What follows belongs to an exercise in optimizing a design on an open flow for small area, a short achievable clock period and few clock cycles per item; a production flow would make more cautious choices.
RTL that was checked went through simulation tests only; none was proved equivalent to the original.

before:
==> flow/design.v <==
module whorl_rsq (
    input             clk,
    input             rst,           
    input             in_valid,
    output            in_ready,
    input             in_sqrt,       
    input      [31:0] in_a,
    output reg        out_valid,
    output reg [31:0] out_res,
    output reg        out_sat,
    output reg        out_divz,
    output reg        out_domain
);
    reg  [15:0]  M;
    reg          rdy, first;
    reg          sq;                         
    reg          nf;                         
    reg          f_spc, f_hi, f_mid, f_lo, f_sat, f_divz, f_dom;
    reg  [32:0]  S;                          
    reg          s;                          
    reg  [31:0]  D;                          
    assign in_ready = rdy;
    wire accept = in_valid & rdy;
    wire last   = M[0] & !M[1];
    wire [31:0] a       = in_a;
    wire        a_zero  = (a == 32'd0);
    wire        sm_pos  = !a[31] & (a[30:28] == 3'd0) & (!a[27] | (a[26:0] == 27'd0));
    wire        sm_neg  = a[31] & (a[30:27] == 4'hF);
    wire        a_m27   = sm_neg & (a[26:0] == 27'd0);             
    wire        a_max   = !a[31] & (a[30:0] == 31'h7FFF_FFFF);
    wire        spc_in  = in_sqrt ? (a[31] | a_max) : (sm_pos | sm_neg);
    wire        rcp_sk2 = a[31] ? !a[30] : (a[30] & (a[29] | (a[28:2] != 27'd0)));
    wire        rcp_sk1 = a[31] ? (a[30:28] != 3'b111)
                                : (a[30] | a[29] | (a[28] & (a[27:0] != 28'd0)));
    wire        sq_sk1  = (a[30:27] == 4'd0);
    reg  [32:0] s_init;
    reg  [15:0] m_init;
    always @* begin
        if (in_sqrt) begin
            if (sq_sk1) begin
                s_init = {4'b1111, a[26:0], 2'b00};              
                m_init = 16'h3FFF;
            end else begin
                s_init = {2'b11, a[30:0]};                       
                m_init = 16'h7FFF;
            end
        end else if (rcp_sk2) begin
            s_init = a[31] ? {33'h0_7FFF_FFF8 | {31'd0, a[29:28]}}
                           : {33'h0_8000_0004 | {31'd0, a[29:28]}};
            m_init = 16'h3FFF;
        end else if (rcp_sk1) begin
            s_init = a[31] ? {33'h0_1FFF_FFFE | {32'd0, a[30]}}
                           : {33'h0_2000_0000 | {32'd0, a[30]}};
            m_init = 16'h7FFF;
        end else begin
            s_init = a[31] ? 33'h0_07FF_FFFF : 33'h0_0800_0000;
            m_init = 16'hFFFF;
        end
        if (spc_in)
            m_init = 16'h0001;
    end
    wire [16:0] Mx = {1'b0, M};
    wire [31:0] oh0, oh1, mk0, mk1;
    genvar m;
    generate
        for (m = 0; m < 16; m = m + 1) begin : pos
            assign oh0[2*m+1] = Mx[m] & !Mx[m+1];
            assign oh0[2*m]   = 1'b0;
            assign oh1[2*m+1] = 1'b0;
            assign oh1[2*m]   = Mx[m] & !Mx[m+1];
            assign mk0[2*m+1] = Mx[m+1];
            assign mk0[2*m]   = Mx[m];
            assign mk1[2*m+1] = Mx[m+1];
            assign mk1[2*m]   = Mx[m+1];
        end
    endgenerate
    wire [31:0] ohp0 = {oh0[30:0], 1'b0};           
    wire [31:0] ohp1 = oh0;                         
    wire [31:0] F0   = D | (s ? (sq ? (ohp0 | oh0) : 32'd0) : (sq ? mk0 : 32'd0));
    wire        inv0 = !(s ^ nf);
    wire [32:0] Y0   = {nf, F0} ^ {33{inv0}};
    wire [32:0] R0   = S + Y0 + {32'd0, inv0};
    wire        s1   = R0[32];                      
    reg         bdv0, bdv1;
    wire        bdn0 = |(D & {2'b00, oh0[31:2]});
    wire        bdn1 = |(D & {2'b00, oh1[31:2]});
    wire [32:0] R1c [0:1];
    wire [31:0] D1c [0:1];
    genvar u;
    generate
        for (u = 0; u < 2; u = u + 1) begin : outcome    
            wire [31:0] D1   = (u == 0) ? (D | (sq ? ohp0 : 32'd0)) : D;
            wire [31:0] F1   = D1 | ((u == 1) ? (sq ? (ohp1 | oh1) : 32'd0)
                                              : (sq ? mk1 : 32'd0));
            wire        inv1 = (u == 1) ? nf : !nf;
            wire [32:0] Y1   = {nf, F1} ^ {33{inv1}};
            wire        bd0  = sq ? (u == 0) : bdv0;
            wire [32:0] X1   = {S[31:0], bd0};
            wire [32:0] X2   = {Y0[31:0], inv1};
            wire [32:0] cs_s = X1 ^ X2 ^ Y1;
            wire [32:0] cs_c = (X1 & X2) | (X1 & Y1) | (X2 & Y1);
            assign R1c[u] = cs_s + {cs_c[31:0], inv0} + {32'd0, inv0};
            assign D1c[u] = D1;
        end
    endgenerate
    wire [32:0] R1  = s1 ? R1c[1] : R1c[0];
    wire [31:0] D1s = s1 ? D1c[1] : D1c[0];
    wire        b0  = !s1;
    wire        b1  = !R1[32];
    wire        bd1 = sq ? b1 : bdv1;
    wire [1:0]  qbits = {b0 ^ nf, b1 ^ nf};
    always @(posedge clk) begin
        if (rst) begin
            M         <= 16'd0;
            rdy       <= 1'b1;
            out_valid <= 1'b0;
        end else begin
            out_valid <= last;
            if (accept) begin
                M   <= m_init;
                rdy <= spc_in;
            end else begin
                M   <= {1'b0, M[15:1]};
                rdy <= !M[2];
            end
        end
    end
    always @(posedge clk) begin
        first <= accept;
        if (accept) begin
            sq     <= in_sqrt;
            nf     <= !in_sqrt & a[31];
            f_spc  <= spc_in;
            f_hi   <= !in_sqrt & a[31];
            f_mid  <= !a[31];
            f_lo   <= !in_sqrt & !a[31];
            f_sat  <= !in_sqrt & (sm_pos | sm_neg) & !a_zero & !a_m27;
            f_divz <= !in_sqrt & a_zero;
            f_dom  <= in_sqrt & a[31];
            S      <= s_init;
            s      <= in_sqrt;
            D      <= in_sqrt ? 32'd0 : a;
            bdv0   <= rcp_sk2 ? a[27] : rcp_sk1 ? a[29] : a[31];
            bdv1   <= rcp_sk2 ? a[26] : rcp_sk1 ? a[28] : a[30];
        end else begin
            bdv0 <= bdn0;
            bdv1 <= bdn1;
            S <= {R1[31:0], bd1};
            s <= R1[32];
            D <= D1s | ((sq & b1) ? ohp1 : 32'd0);
        end
        if (first & f_spc)
            out_res <= {f_hi, f_mid, {30{f_lo}}};
        else if (first)
            out_res <= {{30{nf}}, qbits};
        else
            out_res <= {out_res[29:0], qbits};
        if (last) begin
            out_sat    <= f_sat;
            out_divz   <= f_divz;
            out_domain <= f_dom;
        end
    end
endmodule
clock: 11.0 ns
lec_check: 0
cap_margin: 20
core_margin: 2
core_utilization: 40
place_density: 0.6
setup_slack_margin: 5
slew_margin: 20
run.sh (not shown) runs the stock make flow with config.mk's settings and CLKGATE_MAP_FILE= SYNTH_SCRIPT=/design/flow/synth_recipe.tcl, a recipe that flattens the netlist after the stock synthesis.
## Diff of input files: after against before
-- flow/design.v --
<<< before, line 19
    reg  [32:0]  S;                          
    reg          s;                          
    reg  [31:0]  D;                          
    assign in_ready = rdy;
    wire accept = in_valid & rdy;
>>> after, line 19
    reg  [32:0]  S;                          
    reg          s;                          
    reg  [31:0]  E;                          
    reg          b0r;                        
    assign in_ready = rdy;
    wire accept = in_valid & rdy;
<<< before, line 75
        end
    endgenerate
    wire [31:0] ohp0 = {oh0[30:0], 1'b0};           
    wire [31:0] ohp1 = oh0;                         
    wire [31:0] F0   = D | (s ? (sq ? (ohp0 | oh0) : 32'd0) : (sq ? mk0 : 32'd0));
    wire        inv0 = !(s ^ nf);
    wire [32:0] Y0   = {nf, F0} ^ {33{inv0}};
    wire [32:0] R0   = S + Y0 + {32'd0, inv0};
    wire        s1   = R0[32];                      
    reg         bdv0, bdv1;
    wire        bdn0 = |(D & {2'b00, oh0[31:2]});
    wire        bdn1 = |(D & {2'b00, oh1[31:2]});
    wire [32:0] R1c [0:1];
    wire [31:0] D1c [0:1];
    genvar u;
    generate
        for (u = 0; u < 2; u = u + 1) begin : outcome    
            wire [31:0] D1   = (u == 0) ? (D | (sq ? ohp0 : 32'd0)) : D;
            wire [31:0] F1   = D1 | ((u == 1) ? (sq ? (ohp1 | oh1) : 32'd0)
                                              : (sq ? mk1 : 32'd0));
            wire        inv1 = (u == 1) ? nf : !nf;
            wire [32:0] Y1   = {nf, F1} ^ {33{inv1}};
            wire        bd0  = sq ? (u == 0) : bdv0;
            wire [32:0] X1   = {S[31:0], bd0};
            wire [32:0] X2   = {Y0[31:0], inv1};
            wire [32:0] cs_s = X1 ^ X2 ^ Y1;
            wire [32:0] cs_c = (X1 & X2) | (X1 & Y1) | (X2 & Y1);
            assign R1c[u] = cs_s + {cs_c[31:0], inv0} + {32'd0, inv0};
            assign D1c[u] = D1;
        end
    endgenerate
    wire [32:0] R1  = s1 ? R1c[1] : R1c[0];
    wire [31:0] D1s = s1 ? D1c[1] : D1c[0];
    wire        b0  = !s1;
    wire        b1  = !R1[32];
>>> after, line 76
        end
    endgenerate
    wire [31:0] ohp0  = {oh0[30:0], 1'b0};          
    wire [31:0] ohpp0 = {oh0[29:0], 2'b00};         
    wire [31:0] ohp1  = oh0;                        
    wire [31:0] dfb  = sq ? ((b0r ? {oh0[28:0], 3'b000} : 32'd0) |
                             (!s  ? ohpp0 : 32'd0)) : 32'd0;
    wire [31:0] msub0 = dfb | (sq ? mk0 : 32'd0);                  
    wire [31:0] madd0 = dfb | (sq ? (ohp0 | oh0) : 32'd0);         
    wire [32:0] Y0    = s ? {1'b0, ~(E & ~madd0)} : {1'b1, E & ~msub0};
    wire        cin0  = s ? nf : !nf;
    wire [32:0] R0    = S + Y0 + {32'd0, cin0};
    wire        s1    = R0[32];                     
    reg         bdv0, bdv1;
    wire        bdn0 = (|(E & {2'b00, oh0[31:2]})) ^ !nf;
    wire        bdn1 = (|(E & {2'b00, oh1[31:2]})) ^ !nf;
    wire [32:0] R1c [0:1];
    genvar u;
    generate
        for (u = 0; u < 2; u = u + 1) begin : outcome    
            wire [31:0] msub1 = dfb | (sq ? (mk1 | ohp0) : 32'd0);
            wire [31:0] madd1 = dfb | (sq ? (ohp1 | oh1) : 32'd0);
            wire [32:0] Y1    = (u == 1) ? {1'b0, ~(E & ~madd1)} : {1'b1, E & ~msub1};
            wire        cin1  = (u == 1) ? nf : !nf;
            wire        bd0   = sq ? (u == 0) : bdv0;
            wire [32:0] X1    = {S[31:0], bd0};
            wire [32:0] X2    = {Y0[31:0], cin1};
            wire [32:0] cs_s  = X1 ^ X2 ^ Y1;
            wire [32:0] cs_c  = (X1 & X2) | (X1 & Y1) | (X2 & Y1);
            assign R1c[u] = cs_s + {cs_c[31:0], cin0} + {32'd0, cin0};
        end
    endgenerate
    wire [32:0] R1  = s1 ? R1c[1] : R1c[0];
    wire        b0  = !s1;
    wire        b1  = !R1[32];
<<< before, line 140
            S      <= s_init;
            s      <= in_sqrt;
            D      <= in_sqrt ? 32'd0 : a;
            bdv0   <= rcp_sk2 ? a[27] : rcp_sk1 ? a[29] : a[31];
            bdv1   <= rcp_sk2 ? a[26] : rcp_sk1 ? a[28] : a[30];
>>> after, line 141
            S      <= s_init;
            s      <= in_sqrt;
            E      <= in_sqrt ? 32'hFFFF_FFFF : (a[31] ? a : ~a);
            b0r    <= 1'b0;
            bdv0   <= rcp_sk2 ? a[27] : rcp_sk1 ? a[29] : a[31];
            bdv1   <= rcp_sk2 ? a[26] : rcp_sk1 ? a[28] : a[30];
<<< before, line 148
            S <= {R1[31:0], bd1};
            s <= R1[32];
            D <= D1s | ((sq & b1) ? ohp1 : 32'd0);
        end
        if (first & f_spc)
>>> after, line 150
            S <= {R1[31:0], bd1};
            s <= R1[32];
            E   <= E & ~dfb;
            b0r <= b0;
        end
        if (first & f_spc)
--- outcome ---
- Measured against each other, after and before differ in xor-xnor portion of the synthesized cell area, the lower figure coming from after.
- Of after and before, it is after that has the higher sequential-to-total area share from yosys stat.
- Comparing after and before, the lower arrival time of the worst setup path was measured on before.
- The portion of the layout cell area used by clock cells of after is higher than that of before.
- In the reports for after and before, the smaller number of ordinary inverters in the final layout belongs to before.
Testbench counts of after, summed over its fixed seeds: cycles 234,871, items 16,000.
For before, only the layout was checked, not whether the RTL still works.

afterwards: timing with drivers on the ports:
The flow's constraints put no driver on any port. The routed layouts listed below were extracted and timed again, unchanged, in two steps. Step 1 (the two cells are an assumption about what drives the block):
set clk [get_ports {clk}]
set_driving_cell -lib_cell sky130_fd_sc_hd__clkbuf_16 $clk
set_driving_cell -lib_cell sky130_fd_sc_hd__buf_2 [delete_from_list [all_inputs] $clk]
Step 2 times the ports against the registers' clock, not the clock port: input delays grow and output delays shrink by t, the midpoint of the rising clock arrivals with the driver on. Three values: no drivers, after step 1, after step 2; two values: the first two.
run | shift t [ns] | slack for setup (ns) | worst register clock-pin slew, ns | worst slew at a driven data input, ns
before | 0.480 | 5.330 / 5.330 / 5.253 | 0.07 / 0.07 | 0.05
after | 0.484 | 5.304 / 5.304 / 5.304 | 0.08 / 0.08 | 0.04
After both steps setup and hold are still met in every run listed. For before, which loses most, drivers alone change the setup slack by 0.000 ns; drivers and shift together by -0.077 ns.
